From an optimization exercise on the open Yosys and OpenROAD flow, aimed at small area, a short achievable clock period and few clock cycles per item; shortcuts taken in it are not production practice. The RTL was checked by simulation tests, not by an equivalence proof against the original design. Power figures rest on the tool's default switching activity, not on a simulated workload.

## flow/design.v (module list and top-level ports; edited modules follow where they fit)
// module chord_mac: 1284 lines
module chord_mac (
    input  wire        clk,
    input  wire        rst,
    input  wire        in_valid,
    output wire        in_ready,
    input  wire [2:0]  in_op,
    input  wire        in_x,
    input  wire [31:0] in_a,
    input  wire [31:0] in_b,
    input  wire        in_frac,
    input  wire        in_wrap,
    input  wire        in_rnd,
    input  wire [1:0]  in_form,
    input  wire [6:0]  in_sh7,
    output reg         out_valid,
    output reg  [71:0] out_data,
    output reg         out_flag
);
  // ...
==> flow/flow/run.sh <==
#!/bin/bash
set -euo pipefail
VARS=(SETUP_SLACK_MARGIN=16.5 "BUFFER_PORTS_ARGS=-buffer_cell sky130_fd_sc_hd__buf_2")
R="$PWD/orfs/results/${FLOW_PLATFORM:-sky130hd}/chord_mac/base"
bash standard.sh "${VARS[@]}" synth > synth.log 2>&1
cp "$R/1_2_yosys.v" "$R/1_2_yosys.std.v"
python3 flow/fixpol.py "$R/1_2_yosys.v" > fixpol.log 2>&1
sleep 1
touch "$R/1_2_yosys.v"
bash standard.sh "${VARS[@]}" finish > standard_flow.log 2>&1
==> flow/flow/fixpol.py <==
#!/usr/bin/env python3
"""Remove inverters around full adders in a Yosys-written sky130 netlist.

A full adder with all three inputs inverted gives both outputs inverted:
FA(~a, ~b, ~c) = (~sum, ~cout).  For each sky130_fd_sc_hd__fa_* cell the
script decides whether to use the inverted form, when that removes more
inverter cells than it adds, and rewires the netlist.  Nothing else
changes; flip-flops and all other cells are kept as they are.

usage: fixpol.py netlist.v [out.v]
"""
import re, sys

src = open(sys.argv[1]).read()
out = sys.argv[2] if len(sys.argv) > 2 else sys.argv[1]

mod_start = src.index("module ")
cell_re = re.compile(r"  (sky130_fd_sc_hd__\w+) (\S+)\s+\((.*?)\n  \);\n", re.S)
pin_re = re.compile(r"\.(\w+)\((.*?)\)(?:,|\s*$)", re.S)

cells = {}        # name -> [type, {pin: net}]
order = []
first = None
last = None
ncells = 0
for m in cell_re.finditer(src):
    ncells += 1
    typ, name, body = m.group(1), m.group(2), m.group(3)
    pins = {}
    for pm in re.finditer(r"\.(\w+)\(([^()]*)\)", body):
        pins[pm.group(1)] = pm.group(2).strip()
    cells[name] = [typ, pins]
    order.append(name)
    if first is None:
        first = m.start()
    last = m.end()

assert ncells == src.count("\n  sky130_fd_sc_hd__"), (ncells, src.count("\n  sky130_fd_sc_hd__"))
OUTS = {"X", "Y", "Q", "Q_N", "SUM", "COUT", "HI", "LO"}

def is_inv(t):
    return re.match(r"sky130_fd_sc_hd__(inv|clkinv)_\d+$", t) is not None

def is_fa(t):
    return re.match(r"sky130_fd_sc_hd__fa_\d+$", t) is not None

driver = {}
loads = {}
def rebuild():
    driver.clear(); loads.clear()
    for n, (t, pins) in cells.items():
        for p, net in pins.items():
            if p in OUTS:
                driver[net] = (n, p)
            else:
                loads.setdefault(net, []).append((n, p))
rebuild()

ports = set()
hdr = src[mod_start:src.index(");", mod_start)]
for decl in re.findall(r"^\s*(?:output|inout)\s+(?:\[[^\]]*\]\s*)?(\S+);", src, re.M):
    ports.add(decl)
def is_port(net):
    base = net.split("[")[0].strip()
    return base in ports or net in ports

newn = [0]
new_wires = []
def fresh():
    newn[0] += 1
    w = f"_pol{newn[0]}_"
    new_wires.append(w)
    return w

ninv = [0]
def add_inv(a, y):
    newn[0] += 1
    name = f"_polinv{newn[0]}_"
    cells[name] = ["sky130_fd_sc_hd__inv_1", {"A": a, "Y": y}]
    order.append(name)
    ninv[0] += 1

def inv_of(net):
    """an existing inverter driven by net, or None"""
    for (c, p) in loads.get(net, []):
        if is_inv(cells[c][0]) and p == "A":
            return c
    return None

def gain(fa):
    t, pins = cells[fa]
    g = 0
    for p in ("A", "B", "CIN"):
        n = pins[p]
        d = driver.get(n)
        if d and is_inv(cells[d[0]][0]):
            if len(loads.get(n, [])) == 1 and not is_port(n):
                g += 1
        else:
            if inv_of(n) is None:
                g -= 1
    for p in ("SUM", "COUT"):
        n = pins[p]
        ls = loads.get(n, [])
        others = [l for l in ls if not (is_inv(cells[l[0]][0]) and l[1] == "A")]
        invs = [l for l in ls if (is_inv(cells[l[0]][0]) and l[1] == "A")]
        g += len(invs)
        if others or is_port(n):
            g -= 1
    return g

def flip(fa):
    t, pins = cells[fa]
    for p in ("A", "B", "CIN"):
        n = pins[p]
        d = driver.get(n)
        if d and is_inv(cells[d[0]][0]):
            src_net = cells[d[0]][1]["A"]
            pins[p] = src_net
            if len(loads.get(n, [])) == 1 and not is_port(n):
                del cells[d[0]]
        else:
            e = inv_of(n)
            if e is not None:
                pins[p] = cells[e][1]["Y"]
            else:
                w = fresh()
                add_inv(n, w)
                pins[p] = w
        rebuild()
    for p in ("SUM", "COUT"):
        n = pins[p]
        ls = list(loads.get(n, []))
        invs = [l for l in ls if (is_inv(cells[l[0]][0]) and l[1] == "A")]
        others = [l for l in ls if not (is_inv(cells[l[0]][0]) and l[1] == "A")]
        # the FA now drives ~n on a new net
        nn = fresh()
        pins[p] = nn
        # inverters on n computed ~n: remove them, their loads take nn
        for (c, _) in invs:
            y = cells[c][1]["Y"]
            if is_port(y):
                # keep a driver named y: an inverter pair is not wanted,
                # so turn this inverter into a buffer-free rename is not
                # possible; keep it as inverter of ... (rare) -> re-add
                cells[c][1]["A"] = n  # will be driven below
                continue
            for (lc, lp) in loads.get(y, []):
                cells[lc][1][lp] = nn
            del cells[c]
        rebuild()
        if others or is_port(n) or any(cells.get(c) for (c, _) in invs):
            add_inv(nn, n)
        rebuild()

changed = True
rounds = 0
flipped = 0
while changed and rounds < 20:
    changed = False
    rounds += 1
    for fa in [c for c in order if c in cells and is_fa(cells[c][0])]:
        if gain(fa) > 0:
            before = sum(1 for c in cells.values() if is_inv(c[0]))
            flip(fa)
            after = sum(1 for c in cells.values() if is_inv(c[0]))
            assert after < before, (fa, before, after)
            flipped += 1
            changed = True

# write back
body = []
for n in order:
    if n not in cells:
        continue
    t, pins = cells[n]
    pl = ",\n".join(f"    .{p}({v}{' ' if v.startswith(chr(92)) else ''})" for p, v in pins.items())
    body.append(f"  {t} {n}{' ' if n.startswith(chr(92)) else ''} (\n{pl}\n  );\n")
head = src[:first]
# declare new wires right after the module header's first wire declarations
wires = "".join(f"  wire {w};\n" for w in new_wires)
head = head.replace(");\n", ");\n" + wires, 1) if False else head
ins = head.index(";\n", head.index("module ")) + 2
head = head[:ins] + wires + head[ins:]
open(out, "w").write(head + "".join(body) + src[last:])
ni = sum(1 for c in cells.values() if is_inv(c[0]))
sys.stderr.write(f"fixpol: flipped {flipped} full adders in {rounds} rounds; inverters now {ni}\n")
==> flow/standard.sh <==
#!/bin/bash
# synth_recipe.tcl (not shown) runs the flow's synth.tcl, then flattens the netlist and writes it again
# the make line also repeats each setting of config.mk as NAME=value (left out here)
make -C /OpenROAD-flow-scripts/flow DESIGN_CONFIG=/design/flow/config.mk WORK_HOME=/design/flow/orfs CLKGATE_MAP_FILE= SYNTH_SCRIPT=/design/flow/synth_recipe.tcl "${@:-finish}"
==> flow/config.mk <==
export PLATFORM = sky130hd
export DESIGN_NAME = chord_mac
export DESIGN_NICKNAME = chord_mac
export VERILOG_FILES = /design/flow/design.v
export SDC_FILE = /design/flow/constraint.sdc
export NUM_CORES = 4
export LEC_CHECK = 0
export CAP_MARGIN = 20
export CORE_MARGIN = 2
export CORE_UTILIZATION = 40
export CTS_CLUSTER_DIAMETER = 100
export CTS_CLUSTER_SIZE = 24
export SLEW_MARGIN = 20
==> flow/constraint.sdc <==
create_clock -name core_clock -period 22.0 [get_ports {clk}]
set_input_delay 4.4000 -clock core_clock [delete_from_list [all_inputs] [get_ports {clk}]]
set_output_delay 4.4000 -clock core_clock [all_outputs]
set_load 0.01 [all_outputs]
==> flow_summary.yaml, run 1 <==
critical_path:
  crit_chain: "buf_6"
  timing.rr.end: "s1[31]"
  critical_path.reg2reg.startpoint: "ldx0"
  critPathKind: "reg2out"
layout:
  multi_input_area_share_pct: 63.3
  multi_input_area_sq_um: 37300
  multi_input_cells: 4241
  diodes: 1
  nonClkBufAreaFrac_pct: 3.08
  clkCellAreaFrac_pct: 2.09
  final_cell_mix: "a22oi_1 (564), fa_1 (523), dfxtp_1 (444)"
  clock_buffers: 55
global_routing:
  use_met1_pct: 33.3
  grt_first_pass_wirelength_um: 284000
  grt_overflow: 0
  grt_use_met3_pct: 5.61
run_status:
  outcome: "finished clean"
pwr:
  pwr-share-clk_pct: 7.0
  p_sw_share_pct: 49.3
  p_sw_w: 0.00576
  internal_power_w: 0.00592
  pwr-share-seq_pct: 20.4
timing:
  period_needed_ns: 5.51
  fmax_mhz: 182
  finalSetupViolations: 0
  setup-tns-final_ns: 0
placement:
  dp_cells: 7352
  port_buffers: 156
  place.gp.congestion: 0.960
floorplanning:
  initial_core_util_pct: 40.2
min_path:
  hp-class: "reg2reg"
  hold_path_depth: 0
clock_tree:
  clkLatencyLatePin_ns: 0.66
  clkTransAtPathRegs_ns: 0.09
  clkSinkCount: 664
  h-tree-depth: 2
detailed_routing:
  wl_met2_um: 84500
  via_per_inst: 6.00
Testbench counts, summed over its fixed seeds: cycles 24,040, items 24,000.
==> run 2, diff against run 1 <==
--- a/flow/design.v
+++ b/flow/design.v
@@ -1244,41 +1244,41 @@
     wire        upf  = finv ? (~g | (~st3 & ~u3[1])) : (g & (st3 | u3[1]));
     wire        up   = ext3 & (flt3 ? upf : (rnd3 & g & (st3 | ~sgn3)));
     wire [65:0] vr   = {u3[66:26], u3[25:1] ^ {25{finv}}} + {65'd0, up};
     wire vW   = w643 ? vr[64] : vr[32];
     wire vW1  = w643 ? vr[63] : vr[31];
     wire satp = ~sgn3 & (hib3 | vW | vW1);
     wire satq =  sgn3 & (hib3 | (vW & ~vW1));
     wire isat = satp | satq;
-    wire [31:0] lo_sat = satp ? (w643 ? 32'hFFFF_FFFF : 32'h7FFF_FFFF) : (w643 ? 32'h0000_0000 : 32'h8000_0000);
-    wire [31:0] hi_sat = satp ? 32'h7FFF_FFFF : 32'h8000_0000;
-    wire [31:0] ilo    = isat ? lo_sat : vr[31:0];
-    wire [31:0] ihi    = isat ? hi_sat : vr[63:32];
     wire [7:0]  fe   = e3 + {7'd0, vr[24]};
-    wire [31:0] fres = {sgn3, fe, vr[22:0]};
-    reg [71:0] dsel;
-    reg        fsel;
-    always @* begin
-        if (!ext3) begin
-            dsel = sat3 ? {satn3, {71{~satn3}}} : {rh3, vr[65:0]};
-            fsel = flag3;
-        end else if (flt3) begin
-            dsel = {40'd0, fres};
-            fsel = 1'b0;
-        end else if (w643) begin
-            dsel = {8'd0, ihi, ilo};
-            fsel = isat;
-        end else begin
-            dsel = {40'd0, ilo};
-            fsel = isat;
-        end
-        if (oz3) begin
-            dsel = 72'd0;
-            fsel = 1'b0;
-        end
-    end
+    wire nx    = ~oz3 & ~ext3;                  
+    wire ix    = ~oz3 & ext3 & ~flt3;           
+    wire fx    = ~oz3 & ext3 & flt3;            
+    wire vs_n  = nx & ~sat3;
+    wire ks_n  = nx & sat3;                     
+    wire vs_i  = ix & ~isat;
+    wire ks_i  = ix & isat;                     
+    wire vs_lo = vs_n | vs_i | fx;              
+    wire vs_mi = vs_n | vs_i;                   
+    wire vs_hi = vs_n | (vs_i & w643);          
+    wire kb_lo = (ks_n & ~satn3) | (ks_i & satp);                   
+    wire kb_31 = (ks_n & ~satn3) | (ks_i & (w643 ? satp : satq));   
+    wire kb_hi = (ks_n & ~satn3) | (ks_i & w643 & satp);            
+    wire kb_63 = (ks_n & ~satn3) | (ks_i & w643 & satq);            
+    wire kb_gd = ks_n & ~satn3;                                     
+    wire kb_71 = ks_n & satn3;                                      
+    wire [71:0] dsel;
+    assign dsel[22:0]  = ({23{vs_lo}} & vr[22:0]) | {23{kb_lo}};
+    assign dsel[30:23] = ({8{vs_mi}} & vr[30:23]) | ({8{fx}} & fe) | {8{kb_lo}};
+    assign dsel[31]    = (vs_mi & vr[31]) | (fx & sgn3) | kb_31;
+    assign dsel[62:32] = ({31{vs_hi}} & vr[62:32]) | {31{kb_hi}};
+    assign dsel[63]    = (vs_hi & vr[63]) | kb_63;
+    assign dsel[65:64] = ({2{vs_n}} & vr[65:64]) | {2{kb_gd}};
+    assign dsel[70:66] = ({5{vs_n}} & rh3[4:0]) | {5{kb_gd}};
+    assign dsel[71]    = (vs_n & rh3[5]) | kb_71;
+    wire        fsel   = (nx & flag3) | ks_i;
     always @(posedge clk) begin
         out_valid <= v3 & ~rst;
         out_data  <= dsel;
         out_flag  <= fsel;
     end
 endmodule
==> run 2 against run 1 <==
Compared with the run above: wire length is 1.7% lower; die area decreased by 1.5%; sequential share of layout area is 0.27 points higher; final cell count fell by 2.2%; global-route usage shrank 0.36 points; power down 0.67%; hold slack worse by 0.0029 ns; clock power grew 3.6%; critical endpoint is now out_data[62].
==> flow_summary.yaml, run 2 <==
clock_tree:
  clkTransAtPathRegs_ns: 0.09
  cts.path.max_buffers: 3
  cts_tree: "yes"
  clkSinkCount: 664
  cts_inserted_buffers: 40
  h-tree-depth: 2
  clkLatencyLatePin_ns: 0.68
  cts_root_buffer: "clkbuf_16"
timing:
  rsz0062_at_grt: "yes"
  period_needed_ns: 5.52
  hold_viol: 0
  finalSetupViolations: 0
  post-route-period-util_pct: 25.1
  setup-tns-final_ns: 0
  fin_ws_ns: 16.48
  fmax_mhz: 181
  slew_violations: 0
  fin_skew_ns: 0.0597
  max_slew_margin_pct: 20.0
  worst_pin_slew_ns: 1.20
global_routing:
  grt_max_degree: 102
  grt_usage_pct: 25.6
  grt-busiest-layer: "met2"
  grt_first_pass_wirelength_um: 276000
  use_met2_pct: 41.5
  grt_use_met3_pct: 5.69
  grt_overflow: 0
  antenna_found_initial: 4
  use_met1_pct: 32.6
  grt_pass1_vias: 43876
placement:
  dpl_cell_area_sq_um: 56400
  dpl.hpwl_um: 123000
  port_buffers: 156
  post-place-ws_ns: 15.39
  dp_cells: 7180
  place.gp.congestion: 0.967
floorplanning:
  dieArea_sq_um: 139000
  rows: 135
  fp.dieW_um: 373
  ios: 158
  core_sq_um: 135000
  die_height_um: 373
  initial_core_util_pct: 40.2
pwr:
  pwr-share-clk_pct: 7.3
  p_leak_nw: 23.9
  vdd_drop_max_mv: 0.212
  pwr-share-seq_pct: 20.4
  power_w: 0.0116
  p_sw_share_pct: 49.3
  p_sw_w: 0.00572
  p_comb_share_pct: 72.3
  p_per_area_nw_per_um2: 199
  internal_power_w: 0.00588
critical_path:
  crit_chain: "buf_2"
  crit_required_ns: 17.60
  critPathTopFamily: "flip-flops"
  arrival_ns: 1.12
  worstSetupEndpointType: "primary output"
  max_stage_delay_ns: 0.32
  start_kind: "register"
  crit_slowest_cell: "dfxtp_1"
  crit_fanout: 1
  critPathKind: "reg2out"
  crit_buf_inv: 1
detailed_routing:
  drc: 0
  firstDrtPassIters: 7
  vias: 43186
  routed_wirelength_um: 183000
  via_per_inst: 5.95
  wire_per_inst_um: 25.3
  drt_iter0_drc: 4254
  final_antenna_net_count: 0
min_path:
  hp-class: "reg2reg"
synthesis:
  syn_avg_cell_area_sq_um: 9.61
  synth_warnings: 1
  syn_area_sq_um: 54400
  syn_nets: 6394
  netlist_instances: 5656
layout:
  final_common_cell: "a22oi_1"
  final_cell_area_sq_um: 58300
  drive_above_1_share_pct: 10.7
  final_cells: 7259
  final_cell_mix: "a22oi_1 (563), fa_1 (523), dfxtp_1 (444)"
  fillers: 13034
  area_growth_pct: 7.19
  diodes: 0
  fin_nets: 6186
flow_run:
  cap_violations: 0
run_status:
  outcome: "finished clean"
[run 2: final timing paths]
path | start | to | slack [ns] | cells past startpoint
worst max-delay path | out_data[62] | out_data[62] | 16.48 | 1
worst max register to register | ldx0 | s1[31] | 16.60 | 11
worst min-delay path | flt2b | flt3 | 0.33 | 0
worst min register to register | flt2b | flt3 | 0.33 | 0
[run 2: per-layer routing]
metal / wire, um / vias up / part of all wire, %
met4: 9770 / 6 / 5.3
met3: 17200 / 633 / 9.4
met2: 83300 / 2361 / 45
li1: - / 19116 / -
met5: 36 / - / 0.020
met1: 73000 / 21070 / 40
[run 2: layout make-up]
| type | instances | area [sq um] | area share (%) |
|---|---|---|---|
| sequential | 664 | 14800 | 25.5 |
| inverter | 393 | 1480 | 2.53 |
| clock inverter | 20 | 297 | 0.509 |
| multi-input combinational | 4095 | 36500 | 62.7 |
| tap | 1781 | 2230 | 3.82 |
| clock buffer | 52 | 1070 | 1.83 |
| timing repair buffer | 254 | 1840 | 3.16 |
[run 2: repair_timing]
item,4_1_cts,5_1_grt
pin swaps,0,1
cloned,0,2
buffers inserted,0,1
endpoints found under the setup margin,211,159
hold buffers,0,0
gates resized for setup,44,54
[run 2: per-stage QoR]
step | hold slack (ns) | utilization (%)
5_1_grt | 0.335 | 43.1
4_1_cts | 0.334 | 42.9
6_report | 0.331 | 43.1
3_5_place_dp | 0.312 | 41.7
2_1_floorplan | 0.310 | -
3_3_place_gp | 0.312 | 41.7
[run 2: worst reg2reg max path, delay by kind of cell (launching register included)]
kind | cells | cell delay [ns]
DFF | 1 | 0.45
adders and majority gates | 6 | 3.19
AOI/OAI and AO/OA | 1 | 0.16
and+or+nand+nor | 1 | 0.78
xor gates and xnor gates | 1 | 0.21
buffers and inverters | 2 | 0.50
[run 2: power groups by stage]
stage | clock network (W) | logic (W) | registers, W
floorplan | 0 | 0.00533 | 0.00223
global placement | 0 | 0.00802 | 0.00238
detailed placement | 0 | 0.00817 | 0.00238
CTS | 0.000869 | 0.00820 | 0.00236
global route | 0.000909 | 0.00929 | 0.00240
finish | 0.000843 | 0.00839 | 0.00237
Testbench counts of run 2, summed over its fixed seeds: cycles 24,040, items 24,000.
==> run 3, diff against run 2 <==
--- a/flow/config.mk
+++ b/flow/config.mk
@@ -9,3 +9,3 @@
 export CORE_MARGIN = 2
-export CORE_UTILIZATION = 40
+export CORE_UTILIZATION = 45
 export CTS_CLUSTER_DIAMETER = 100
==> run 3 against run 2 <==
Compared with the run above: register-to-register slack better by 0.03 ns; worst setup slack better by 0.0054 ns; clock skew down 0.026 ns; critical path depth unchanged; first-iteration DRC count down 1.4%; highest routed layer unchanged; utilization up 5.2 points; still clean on timing, DRC and antenna; combinational power down 0.7%; synthesized cell count unchanged; area after synthesis unchanged.
==> flow_summary.yaml, run 3 <==
run_status:
  outcome: "finished clean"
pwr:
  vdd_drop_max_mv: 0.225
  p_leak_nw: 23.9
  p_per_area_nw_per_um2: 198
timing:
  hold_viol: 0
  fin_skew_ns: 0.0336
  finalSetupViolations: 0
  rsz0062_at_grt: "yes"
  worst_pin_slew_ns: 1.22
  setup-tns-final_ns: 0
  period_needed_ns: 5.51
  post-route-period-util_pct: 25.1
  slew_violations: 0
  max_slew_margin_pct: 18.7
  fmax_mhz: 181
clock_tree:
  cts_tree: "yes"
  h-tree-depth: 2
  hold_buffers: 0
  cts.path.max_buffers: 3
  clkSinkCount: 664
  cts_inserted_buffers: 37
  clkTransAtPathRegs_ns: 0.09
  clkLatencyLatePin_ns: 0.65
  cts_root_buffer: "clkbuf_16"
global_routing:
  grt_pass1_vias: 43666
  grt_first_pass_wirelength_um: 272000
  grt_overflow: 0
  grt_usage_pct: 28.9
  grt_max_degree: 116
  antenna_found_initial: 6
critical_path:
  max_stage_delay_ns: 0.36
  crit_fanout: 1
  arrival_ns: 1.11
  crit_slowest_cell: "dfxtp_4"
  crit_buf_inv: 1
  critPathTopFamily: "flip-flops"
  start_kind: "register"
  worstSetupEndpointType: "primary output"
  crit_chain: "buf_6"
  crit_required_ns: 17.60
  critPathKind: "reg2out"
detailed_routing:
  vias: 42969
  drc: 0
  wire_per_inst_um: 25.6
  final_antenna_net_count: 0
  routed_wirelength_um: 182000
  via_per_inst: 6.06
  firstDrtPassIters: 7
  drt_iter0_drc: 4196
placement:
  place.gp.congestion: 0.965
  dp_cells: 7014
  dpl_cell_area_sq_um: 56200
  dpl.hpwl_um: 122000
  port_buffers: 156
synthesis:
  netlist_instances: 5656
  synth_warnings: 1
  syn_avg_cell_area_sq_um: 9.61
  syn_area_sq_um: 54400
  syn_nets: 6394
layout:
  drive_above_1_share_pct: 10.6
  area_growth_pct: 6.62
  final_cell_area_sq_um: 58000
  final_common_cell: "a22oi_1"
  final_cell_mix: "a22oi_1 (564), fa_1 (523), dfxtp_1 (445)"
  fin_nets: 6192
  final_cells: 7095
floorplanning:
  die_height_um: 352
  rows: 127
  core_sq_um: 120000
  dieArea_sq_um: 124000
  fp.dieW_um: 352
  ios: 158
  initial_core_util_pct: 45.3
flow_run:
  cap_violations: 0
min_path:
  hp-class: "reg2reg"
## run 3: cell type report
type,count,area [sq um]
flip-flops and latches,664,14800
repair buffers,262,1890
clock buffers,53,1030
diodes,4,10.0
clock inverters,11,156
fillers,11273,62000
well taps,1612,2020
inverters,393,1480
multi-input cells,4096,36600
## run 3: layer usage
| metal | global-route usage, % | vias up | part of all wire, % |
|---|---|---|---|
| met2 | 47.1 | 2344 | 46 |
| met5 | 0.314 | - | 0.035 |
| met4 | 14.9 | 4 | 6.1 |
| met3 | 6.26 | 665 | 8.9 |
| met1 | 36.1 | 20810 | 39 |
| li1 | - | 19146 | - |
## run 3: stage by stage
stage,power [W],worst slack [ns],utilization [%],hold slack (ns)
floorplan,0.00756,16.45,-,0.310
global placement,0.0103,15.51,46.8,0.312
finish,0.0115,16.49,48.3,0.330
detailed placement,0.0105,15.53,46.8,0.312
CTS,0.0113,16.44,47.9,0.328
global route,0.0125,16.44,48.3,0.333
## run 3: power breakdown
group          total [W]  internal [W]  switching, W
sequential       0.00237       0.00200      0.000366
combinational    0.00833       0.00350       0.00483
clock           0.000783      0.000342      0.000440
total             0.0115       0.00584       0.00563
## run 3: path summary, 6_finish.rpt
check                           slack (ns)  depth (start not counted)        to      from
worst max-delay path                 16.49                          1  out_flag  out_flag
worst min-delay path                  0.33                          0      flt3     flt2b
worst max register to register       16.63                         13    s1[31]      ldx0
worst min register to register        0.33                          0      flt3     flt2b
## run 3: repair_timing
| item | 4_1_cts | 5_1_grt |
|---|---|---|
| pin swaps | 1 | 1 |
| setup buffers | 0 | 6 |
| gates resized for setup | 30 | 64 |
| gates cloned | 1 | 3 |
| endpoints found under the setup margin | 260 | 206 |

==> re-timing with driven ports <==
Ports are ideal in the flow. The routed layouts listed here were re-timed in OpenROAD.
Step 1 (the two cells are an assumption about what drives the block):
set clk [get_ports {clk}]
set_driving_cell -lib_cell sky130_fd_sc_hd__clkbuf_16 $clk
set_driving_cell -lib_cell sky130_fd_sc_hd__buf_2 [delete_from_list [all_inputs] $clk]
Step 2 times the ports against the registers' clock, not the clock port: input delays grow and output delays shrink by t, the midpoint of the rising clock arrivals with the driver on.
Three values: no drivers, after step 1, after step 2; two values: the first two.
run | shift t [ns] | setup slack, ns | hold slack, ns | worst setup path after step 2 | worst register clock-pin slew, ns
run 1 | 0.718 | 16.491 / 16.416 / 15.932 | 0.334 / 0.334 / 0.334 | input to register | 0.10 / 0.10
run 2 | 0.723 | 16.481 / 16.411 / 16.000 | 0.331 / 0.331 / 0.331 | input to register | 0.10 / 0.10
run 3 | 0.704 | 16.486 / 16.415 / 15.918 | 0.330 / 0.330 / 0.330 | input to register | 0.10 / 0.10
After both steps setup and hold are still met in every run listed. For run 3, which loses most, drivers alone change the setup slack by -0.071 ns; drivers and shift together by -0.568 ns.
